Source: an optimization exercise on an open RTL-to-GDS flow (aim: small area and a short achievable clock period). Production flows keep margins and buffers that such runs may drop. Function was checked by simulation only, so behaviour that the tests miss may differ from the original.

<file path="flow/config.mk">
export PLATFORM = sky130hd
export DESIGN_NAME = yanik_mac
export DESIGN_NICKNAME = yanik_mac
export VERILOG_FILES = /design/flow/design.v
export SDC_FILE = /design/flow/constraint.sdc
export NUM_CORES = 4
export LEC_CHECK = 0
export ABC_CLOCK_PERIOD_IN_PS = 15000
export CAP_MARGIN = 20
export CORE_MARGIN = 2
export CORE_UTILIZATION = 30
export PLACE_DENSITY = 0.4
export SETUP_SLACK_MARGIN = 0.5
export SLEW_MARGIN = 20
</file>
<file path="flow/constraint.sdc">
create_clock -name core_clock -period 20.0 [get_ports {clk}]
set_input_delay 4.0000 -clock core_clock [delete_from_list [all_inputs] [get_ports {clk}]]
set_output_delay 4.0000 -clock core_clock [all_outputs]
set_load 0.01 [all_outputs]
</file>
<file path="flow/design.v">
module yanik_mac_slot (
    input  wire               en,
    input  wire        [4:0]  op,
    input  wire        [1:0]  acca,
    input  wire        [1:0]  accb,
    input  wire signed [63:0] pa,
    input  wire signed [63:0] pb,
    input  wire signed [63:0] pc,
    input  wire signed [63:0] pd,
    output reg                we0,
    output reg         [1:0]  wa0,
    output reg  signed [65:0] wv0,
    output reg                wadd0,    
    output reg                we1,
    output reg         [1:0]  wa1,
    output reg  signed [65:0] wv1,
    output reg                wadd1
);
    localparam [4:0] OP_MPY   = 5'h01, OP_MAC   = 5'h02, OP_MSU   = 5'h03;
    localparam [4:0] OP_MPY2  = 5'h04, OP_MAC2  = 5'h05, OP_MSU2  = 5'h06;
    localparam [4:0] OP_DPY2  = 5'h07, OP_DOT2  = 5'h08, OP_DSU2  = 5'h09;
    localparam [4:0] OP_CMPY  = 5'h10, OP_CMAC  = 5'h11;
    localparam [4:0] OP_CMPYJ = 5'h12, OP_CMACJ = 5'h13;
    wire signed [65:0] a  = pa;
    wire signed [65:0] b  = pb;
    wire signed [65:0] c  = pc;
    wire signed [65:0] d  = pd;
    wire signed [65:0] ab = a + b;
    always @* begin
        we0   = 1'b0;
        wa0   = acca;
        wv0   = 66'sd0;
        wadd0 = 1'b0;
        we1   = 1'b0;
        wa1   = accb;
        wv1   = 66'sd0;
        wadd1 = 1'b0;
        if (en) begin
            case (op)
                OP_MPY, OP_MAC, OP_MSU: begin
                    we0   = 1'b1;
                    wv0   = (op == OP_MSU) ? -a : a;
                    wadd0 = (op != OP_MPY);
                end
                OP_MPY2, OP_MAC2, OP_MSU2: begin
                    if (acca == accb) begin
                        we0   = 1'b1;
                        wv0   = (op == OP_MSU2) ? -ab : ab;
                        wadd0 = (op != OP_MPY2);
                    end else begin
                        we0   = 1'b1;
                        wv0   = (op == OP_MSU2) ? -a : a;
                        wadd0 = (op != OP_MPY2);
                        we1   = 1'b1;
                        wv1   = (op == OP_MSU2) ? -b : b;
                        wadd1 = (op != OP_MPY2);
                    end
                end
                OP_DPY2, OP_DOT2, OP_DSU2: begin
                    we0   = 1'b1;
                    wv0   = (op == OP_DSU2) ? -ab : ab;
                    wadd0 = (op != OP_DPY2);
                end
                OP_CMPY, OP_CMAC: begin
                    we0   = 1'b1;
                    wv0   = a - b;
                    wadd0 = (op == OP_CMAC);
                    we1   = 1'b1;
                    wa1   = {acca[1], 1'b1};
                    wv1   = c + d;
                    wadd1 = (op == OP_CMAC);
                end
                OP_CMPYJ, OP_CMACJ: begin
                    we0   = 1'b1;
                    wv0   = ab;
                    wadd0 = (op == OP_CMACJ);
                    we1   = 1'b1;
                    wa1   = {acca[1], 1'b1};
                    wv1   = d - c;
                    wadd1 = (op == OP_CMACJ);
                end
                default: ;
            endcase
        end
    end
endmodule
module yanik_mac (
    input  wire        clk,
    input  wire        rst,
    input  wire        in_valid,
    input  wire [4:0]  mac0_op,
    input  wire [1:0]  mac0_acca,
    input  wire [1:0]  mac0_accb,
    input  wire [31:0] mac0_x,
    input  wire [31:0] mac0_y,
    input  wire [31:0] mac0_u,
    input  wire [31:0] mac0_v,
    input  wire [4:0]  mac1_op,
    input  wire [1:0]  mac1_acca,
    input  wire [1:0]  mac1_accb,
    input  wire [31:0] mac1_x,
    input  wire [31:0] mac1_y,
    input  wire [31:0] mac1_u,
    input  wire [31:0] mac1_v,
    input  wire [3:0]  alu_op,
    input  wire [1:0]  alu_acca,
    input  wire [1:0]  alu_accb,
    input  wire [1:0]  alu_part,
    input  wire [31:0] alu_data,
    output reg         out_valid,
    output reg  [31:0] out_data
);
    localparam [3:0] ALU_NOP    = 4'd0,  ALU_CLR    = 4'd1,  ALU_ADDA   = 4'd2;
    localparam [3:0] ALU_ASH    = 4'd3,  ALU_LDACC  = 4'd4,  ALU_MOVW   = 4'd5;
    localparam [3:0] ALU_RDPART = 4'd6,  ALU_WRPART = 4'd7,  ALU_WRSHFT = 4'd8;
    localparam [3:0] ALU_RDSHFT = 4'd9,  ALU_RDSR   = 4'd10, ALU_CLRSR  = 4'd11;
    localparam signed [73:0] ACC_MAX =  (74'sd1 <<< 71) - 74'sd1;
    localparam signed [73:0] ACC_MIN = -(74'sd1 <<< 71);
    reg signed [71:0] acc [0:3];
    reg        [5:0]  shift;
    reg               av;
    reg               sv;
    wire cplx = mac0_op[4];
    wire signed [31:0] m2a = cplx ? mac0_x : mac1_x;
    wire signed [31:0] m2b = cplx ? mac0_v : mac1_y;
    wire signed [31:0] m3a = cplx ? mac0_u : mac1_u;
    wire signed [31:0] m3b = cplx ? mac0_y : mac1_v;
    wire signed [63:0] p0 = $signed(mac0_x) * $signed(mac0_y);
    wire signed [63:0] p1 = $signed(mac0_u) * $signed(mac0_v);
    wire signed [63:0] p2 = m2a * m2b;
    wire signed [63:0] p3 = m3a * m3b;
    wire               s0_we0, s0_we1, s1_we0, s1_we1;
    wire        [1:0]  s0_wa0, s0_wa1, s1_wa0, s1_wa1;
    wire signed [65:0] s0_wv0, s0_wv1, s1_wv0, s1_wv1;
    wire               s0_add0, s0_add1, s1_add0, s1_add1;
    yanik_mac_slot u_mac0 (
        .en(in_valid), .op(mac0_op), .acca(mac0_acca), .accb(mac0_accb),
        .pa(p0), .pb(p1), .pc(p2), .pd(p3),
        .we0(s0_we0), .wa0(s0_wa0), .wv0(s0_wv0), .wadd0(s0_add0),
        .we1(s0_we1), .wa1(s0_wa1), .wv1(s0_wv1), .wadd1(s0_add1)
    );
    yanik_mac_slot u_mac1 (
        .en(in_valid), .op(mac1_op), .acca(mac1_acca), .accb(mac1_accb),
        .pa(p2), .pb(p3), .pc(64'sd0), .pd(64'sd0),
        .we0(s1_we0), .wa0(s1_wa0), .wv0(s1_wv0), .wadd0(s1_add0),
        .we1(s1_we1), .wa1(s1_wa1), .wv1(s1_wv1), .wadd1(s1_add1)
    );
    wire signed [71:0] acc_a = acc[alu_acca];
    wire signed [71:0] acc_b = acc[alu_accb];
    wire signed [73:0] adda_sum = $signed({{2{acc_a[71]}}, acc_a}) + $signed({{2{acc_b[71]}}, acc_b});
    wire signed [6:0]   ash_n   = alu_data[6:0];
    wire        [5:0]   ash_l   = ash_n[6] ? 6'd0 : ash_n[5:0];
    wire        [6:0]   ash_neg = -ash_n;
    wire        [5:0]   ash_r   = ash_n[6] ? ash_neg[5:0] : 6'd0;
    wire signed [111:0] ash_wide  = {{40{acc_a[71]}}, acc_a};
    wire signed [111:0] ash_left  = ash_wide <<< ash_l;
    wire signed [71:0]  ash_right = acc_a >>> ash_r;
    wire                ash_hi    = ash_left > $signed({{40{1'b0}}, 1'b0, {71{1'b1}}});
    wire                ash_lo    = ash_left < $signed({{40{1'b1}}, 1'b1, {71{1'b0}}});
    wire signed [71:0] ldacc_val = $signed({{40{alu_data[31]}}, alu_data}) <<< shift;
    wire signed [71:0] win      = acc_a >>> shift;
    wire               win_pos  = ~win[71] & (|win[70:31]);
    wire               win_neg  =  win[71] & ~(&win[70:31]);
    wire        [31:0] win_word = win_pos ? 32'h7FFF_FFFF :
                                  win_neg ? 32'h8000_0000 : win[31:0];
    reg               alu_we;
    reg signed [71:0] alu_val;
    reg               alu_av;
    reg               alu_sv;
    reg               alu_res;
    reg        [31:0] alu_word;
    reg               shift_we;
    reg        [5:0]  shift_val;
    reg        [1:0]  flag_clr;
    always @* begin
        alu_we    = 1'b0;
        alu_val   = acc_a;
        alu_av    = 1'b0;
        alu_sv    = 1'b0;
        alu_res   = 1'b0;
        alu_word  = 32'd0;
        shift_we  = 1'b0;
        shift_val = shift;
        flag_clr  = 2'b00;
        if (in_valid) begin
            case (alu_op)
                ALU_CLR: begin
                    alu_we  = 1'b1;
                    alu_val = 72'sd0;
                end
                ALU_ADDA: begin
                    alu_we = 1'b1;
                    if (adda_sum > ACC_MAX) begin
                        alu_val = ACC_MAX[71:0];
                        alu_av  = 1'b1;
                    end else if (adda_sum < ACC_MIN) begin
                        alu_val = ACC_MIN[71:0];
                        alu_av  = 1'b1;
                    end else begin
                        alu_val = adda_sum[71:0];
                    end
                end
                ALU_ASH: begin
                    alu_we = 1'b1;
                    if (ash_n[6]) begin
                        alu_val = ash_right;
                    end else if (ash_hi) begin
                        alu_val = ACC_MAX[71:0];
                        alu_av  = 1'b1;
                    end else if (ash_lo) begin
                        alu_val = ACC_MIN[71:0];
                        alu_av  = 1'b1;
                    end else begin
                        alu_val = ash_left[71:0];
                    end
                end
                ALU_LDACC: begin
                    alu_we  = 1'b1;
                    alu_val = ldacc_val;
                end
                ALU_MOVW: begin
                    alu_res  = 1'b1;
                    alu_word = win_word;
                    alu_sv   = win_pos | win_neg;
                end
                ALU_RDPART: begin
                    alu_res = 1'b1;
                    case (alu_part)
                        2'd0:    alu_word = acc_a[31:0];
                        2'd1:    alu_word = acc_a[63:32];
                        2'd2:    alu_word = {{24{acc_a[71]}}, acc_a[71:64]};
                        default: alu_word = 32'd0;
                    endcase
                end
                ALU_WRPART: begin
                    alu_we = (alu_part != 2'd3);
                    case (alu_part)
                        2'd0:    alu_val = {acc_a[71:32], alu_data};
                        2'd1:    alu_val = {acc_a[71:64], alu_data, acc_a[31:0]};
                        default: alu_val = {alu_data[7:0], acc_a[63:0]};
                    endcase
                end
                ALU_WRSHFT: begin
                    shift_we  = 1'b1;
                    shift_val = (alu_data[5:0] > 6'd40) ? 6'd40 : alu_data[5:0];
                end
                ALU_RDSHFT: begin
                    alu_res  = 1'b1;
                    alu_word = {26'd0, shift};
                end
                ALU_RDSR: begin
                    alu_res  = 1'b1;
                    alu_word = {30'd0, sv, av};
                end
                ALU_CLRSR: begin
                    flag_clr = alu_data[1:0];
                end
                default: ;
            endcase
        end
    end
    reg signed [71:0] acc_next [0:3];
    reg        [3:0]  mac_av;
    reg               take;
    reg signed [65:0] c;
    reg               c_add;
    reg signed [73:0] r;
    integer k;
    always @* begin
        for (k = 0; k < 4; k = k + 1) begin
            take  = 1'b1;
            c     = 66'sd0;
            c_add = 1'b0;
            if (s1_we0 && s1_wa0 == k[1:0]) begin
                c = s1_wv0; c_add = s1_add0;
            end else if (s1_we1 && s1_wa1 == k[1:0]) begin
                c = s1_wv1; c_add = s1_add1;
            end else if (s0_we0 && s0_wa0 == k[1:0]) begin
                c = s0_wv0; c_add = s0_add0;
            end else if (s0_we1 && s0_wa1 == k[1:0]) begin
                c = s0_wv1; c_add = s0_add1;
            end else begin
                take = 1'b0;
            end
            if (alu_we && alu_acca == k[1:0])
                take = 1'b0;
            r = (c_add ? $signed({{2{acc[k][71]}}, acc[k]}) : 74'sd0)
                + $signed({{8{c[65]}}, c});
            mac_av[k]   = 1'b0;
            acc_next[k] = acc[k];
            if (alu_we && alu_acca == k[1:0]) begin
                acc_next[k] = alu_val;
            end else if (take) begin
                if (r > ACC_MAX) begin
                    acc_next[k] = ACC_MAX[71:0];
                    mac_av[k]   = 1'b1;
                end else if (r < ACC_MIN) begin
                    acc_next[k] = ACC_MIN[71:0];
                    mac_av[k]   = 1'b1;
                end else begin
                    acc_next[k] = r[71:0];
                end
            end
        end
    end
    always @(posedge clk) begin
        if (rst) begin
            acc[0]    <= 72'sd0;
            acc[1]    <= 72'sd0;
            acc[2]    <= 72'sd0;
            acc[3]    <= 72'sd0;
            shift     <= 6'd27;
            av        <= 1'b0;
            sv        <= 1'b0;
            out_valid <= 1'b0;
        end else begin
            acc[0]    <= acc_next[0];
            acc[1]    <= acc_next[1];
            acc[2]    <= acc_next[2];
            acc[3]    <= acc_next[3];
            if (shift_we)
                shift <= shift_val;
            av        <= (av & ~flag_clr[0]) | alu_av | (|mac_av);
            sv        <= (sv & ~flag_clr[1]) | alu_sv;
            out_valid <= alu_res;
        end
    end
    always @(posedge clk) begin
        if (alu_res)
            out_data <= alu_word;
    end
endmodule
</file>
<file path="flow/run.sh">
#!/bin/bash
# synth_recipe.tcl (not shown) runs the flow's synth.tcl, then flattens the netlist and writes it again
# the make line also repeats each setting of config.mk as NAME=value (left out here)
make -C /OpenROAD-flow-scripts/flow DESIGN_CONFIG=/design/flow/config.mk WORK_HOME=/design/flow/orfs CLKGATE_MAP_FILE= SYNTH_SCRIPT=/design/flow/synth_recipe.tcl finish
</file>
==> qor.log <==
qor: cts.h-tree-depth 2
qor: floorplanning.dieWidth 910.8 µm
qor: placement.dp_cells 45,670
qor: setup_path.worstPathMaxFanout 10
qor: setup_path.setup.worst_path.start_class input port
qor: final_layout.fin_cells 45,910
qor: cts.cts_tree done
qor: hold_path.min-delay-start acc[1][1]
qor: timing.hold_viol_final 0
qor: hold_path.worst_hold_path_type flop to flop
qor: detailed_routing.via_count 251,900
qor: global_routing.globalRouteOverflowTotal 0
qor: final_layout.final_layout_size_suffix_gt1_share 19.32%
qor: final_layout.seqCellArea 6919 µm²
qor: global_routing.grtUsageTotal 33.45%
qor: synth.syn-cell-area 246,700 µm²
qor: detailed_routing.drc 0
qor: placement.dpl.hpwl 1224 mm
qor: synth.synth.top_cells.by_count sky130_fd_sc_hd__fa_1 (4,338), sky130_fd_sc_hd__inv_1 (4,233), sky130_fd_sc_hd__nand2_1 (3,957)
qor: floorplanning.floorplan.rows 333
qor: global_routing.grt_pass1_wl 1992 mm
qor: detailed_routing.detail_route.iter0.violations 26,350
qor: setup_path.critical_path.endpoint_type flop
qor: placement.place.port_buffers 351
qor: final_layout.fin_nets 40,950
qor: setup_path.max_stage_delay 0.58 ns
qor: timing.relSlewSlack 11.53%
qor: final_layout.fillerInstances 86,120
qor: cts.number_of_buffers_created_by_cts 49
qor: synth.synth_top_area_share 35.20%
qor: cts.clock_tree.root_cell sky130_fd_sc_hd__clkbuf_16
qor: global_routing.vias_in_the_first_global_route 253,100
qor: synth.synth_area_leaders sky130_fd_sc_hd__fa_1 (35%), sky130_fd_sc_hd__ha_1 (7.0%), sky130_fd_sc_hd__inv_1 (6.4%)
qor: setup_path.cp_num_buf_inv 16
qor: cts.cts.clk_slew.worst_paths 0.06 ns
qor: timing.report.final.slew_viol_count 0
qor: synth.ys_seq_area_share 2.800%
qor: setup_path.cpMaxStageDelayCell sky130_fd_sc_hd__fa_1
qor: floorplanning.floorplan.die_area 829,600 µm²
qor: synth.synth_cell_types 122
qor: detailed_routing.wl_per_cell 31.21 µm
qor: final_layout.finalInstanceArea 306,700 µm²
qor: setup_path.reg2reg_from acc[2][12]
qor: synth.yosys_warnings 4
qor: detailed_routing.drt-total-wl 1433 mm
qor: timing.grt_setup_unrepaired yes
qor: synth.synth.net_count 37,250
qor: timing.final_min_period_over_clock_period 96.86%
qor: timing.timing_worst_slew_pin_value 1.313 ns
qor: global_routing.antenna_found_initial 130
qor: synth.synth-seq-cells 329
qor: cts.clock_net_sink_count 329
qor: timing.worst_clock_skew 0.04743 ns
qor: timing.final.min_clock_period 19.37 ns
qor: placement.place.gp.congestion 1.035
qor: setup_path.required_worst_endpoint 20.55 ns
qor: setup_path.crit_family adder cells
qor: synth.synthFlopType sky130_fd_sc_hd__dfxtp_1
qor: floorplanning.die_h 910.8 µm
qor: detailed_routing.avgViaCountPerCell 5.487
qor: global_routing.grt_start_max_net_pins 85
qor: floorplanning.initial_core_utilization 30.06%
qor: floorplanning.core-area 820,800 µm²
qor: detailed_routing.postRouteAntennaNets 0
qor: setup_path.timing.critical_path.arrival 19.93 ns
qor: run_status.status no timing/DRC/antenna violations
qor: floorplanning.floorplan.io_pins 352
qor: job.max_cap_violations 0
qor: setup_path.critical_path.startpoint mac0_u[2]
qor: synth.syn_inst 31,220
qor: final_layout.finish.utilization 37.37%
qor: synth.synth_area_per_cell 7.902 µm²
qor: setup_path.path_common_cell sky130_fd_sc_hd__buf_4
qor: synth.synthArstFlopShare 0%
qor: detailed_routing.detailed_router_iteration_count_before_antenna_repair 7
qor: cts.clkLatencyLatePin 0.72 ns
qor: setup_path.timing_worst_setup_path_type input port to flop
qor: synth.yosysTopAreaCell sky130_fd_sc_hd__fa_1
qor: synth.yosys.cell_count.top_type sky130_fd_sc_hd__fa_1
qor: synth.synth_enable_flop_cells 32
qor: timing.setup_failing_eps_final 0
qor: final_layout.multi_input_comb_area 220,000 µm²
qor: final_layout.area_delta_synth_final 24.33%
qor: timing.accumulated_negative_setup_slack 0 ns
qor: timing.achievable-frequency 51.62 MHz
qor: cts.clock_path_buffers 3
qor: placement.dpl_cell_area 301,200 µm²
[worst paths after layout]
kind                      to  slack, ns  depth (start not counted)
hold reg to reg    acc[1][1]       0.52                          2
setup reg to reg  acc[1][26]      11.33                         22
hold / removal     acc[1][1]       0.52                          2
setup / recovery  acc[0][38]       0.63                         68
[per-stage QoR]
step           setup WS [ns]  hold WS (ns)
2_1_floorplan         0.5027        0.4544
3_3_place_gp          -2.570        0.4710
3_5_place_dp          -1.911        0.4924
4_1_cts               0.5013        0.5130
5_1_grt               0.1194        0.5639
6_report              0.6272        0.5190
[sequential cells by signal, indices dropped and copies added, names as in the netlist]
| register | flops |
|---|---|
| sv | 1 |
| out_valid | 1 |
| acc | 288 |
| av | 1 |
| shift | 6 |
| out_data | 32 |
[cell usage in the layout (no fill, tap or decap), types with 803 or more instances in the layout]
cell and count:
sky130_fd_sc_hd__xnor2_1 803, sky130_fd_sc_hd__fa_1 4322, sky130_fd_sc_hd__o21ai_0 1450, sky130_fd_sc_hd__inv_1 4228
sky130_fd_sc_hd__and2_1 1093, sky130_fd_sc_hd__nand2_1 3934, sky130_fd_sc_hd__ha_1 1340, sky130_fd_sc_hd__nor2_1 2636
sky130_fd_sc_hd__a21oi_1 1778, sky130_fd_sc_hd__buf_4 4872
[kinds of logic after synthesis]
logic type,share of synthesized area [%]
AOI/OAI and AO/OA,17.16
adders and majority gates,42.19
muxes,5.477
and+or+nand+nor,18.57
xor gates and xnor gates,4.208
DFF,2.800
buffers and inverters,9.584
[per-layer routing]
layer / part of all wire [%] / global-route usage, %
met2: 42 / 49.83
met1: 44 / 47.29
met4: 6.1 / 15.90
met3: 8.1 / 5.309
met5: 0.017 / 0
[layout make-up]
cell class	instances	area share [%]
clock inverters	19	0.07506
clock buffers	69	0.4471
inverters	4263	5.219
well taps	10890	4.441
repair buffers	5665	15.78
flip-flops and latches	329	2.256
diodes	68	0.05548
multi-input cells	24610	71.72
[tightest hold or removal path, delay by kind of cell, from the launching register on]
family | cells | cell delay (ns)
AND/OR/NAND/NOR | 1 | 0.07
AO/OA/AOI/OAI | 1 | 0.07
flip-flops | 1 | 0.33
[timing repair]
item,CTS,global route
gates cloned,2,10
resized for setup,145,410
buffers inserted,13,59
pin swaps,21,111
endpoints found under the setup margin,289,288
hold buffers,0,0

==> static timing again, ports no longer ideal <==
In the flow no input, the clock included, has a driving cell. The finished layout below was timed again as built, in two steps.
Step 1: set_driving_cell puts a clkbuf_16 on clk and a buf_2 on each other input, an assumption about the parent block.
Step 2 adds t to the input delays and takes it off the output delays; t is the mean of the earliest and latest rising clock arrival at the registers after step 1. Input paths then give back, and output paths get back, about the clock's delay inside the block.
a / b / c = ideal ports / drivers / drivers and shift; a / b = the first two.
shift t [ns]: 0.782
setup WS [ns]: 0.627 / 0.428 / -0.355
latest minus earliest clock arrival (ns): 0.048 / 0.047
worst register clock-pin slew, ns: 0.09 / 0.09
Met with ideal ports but missed after step 2: setup timing in this run. The setup slack of this run moves by -0.199 ns with the drivers and by -0.982 ns with both steps.
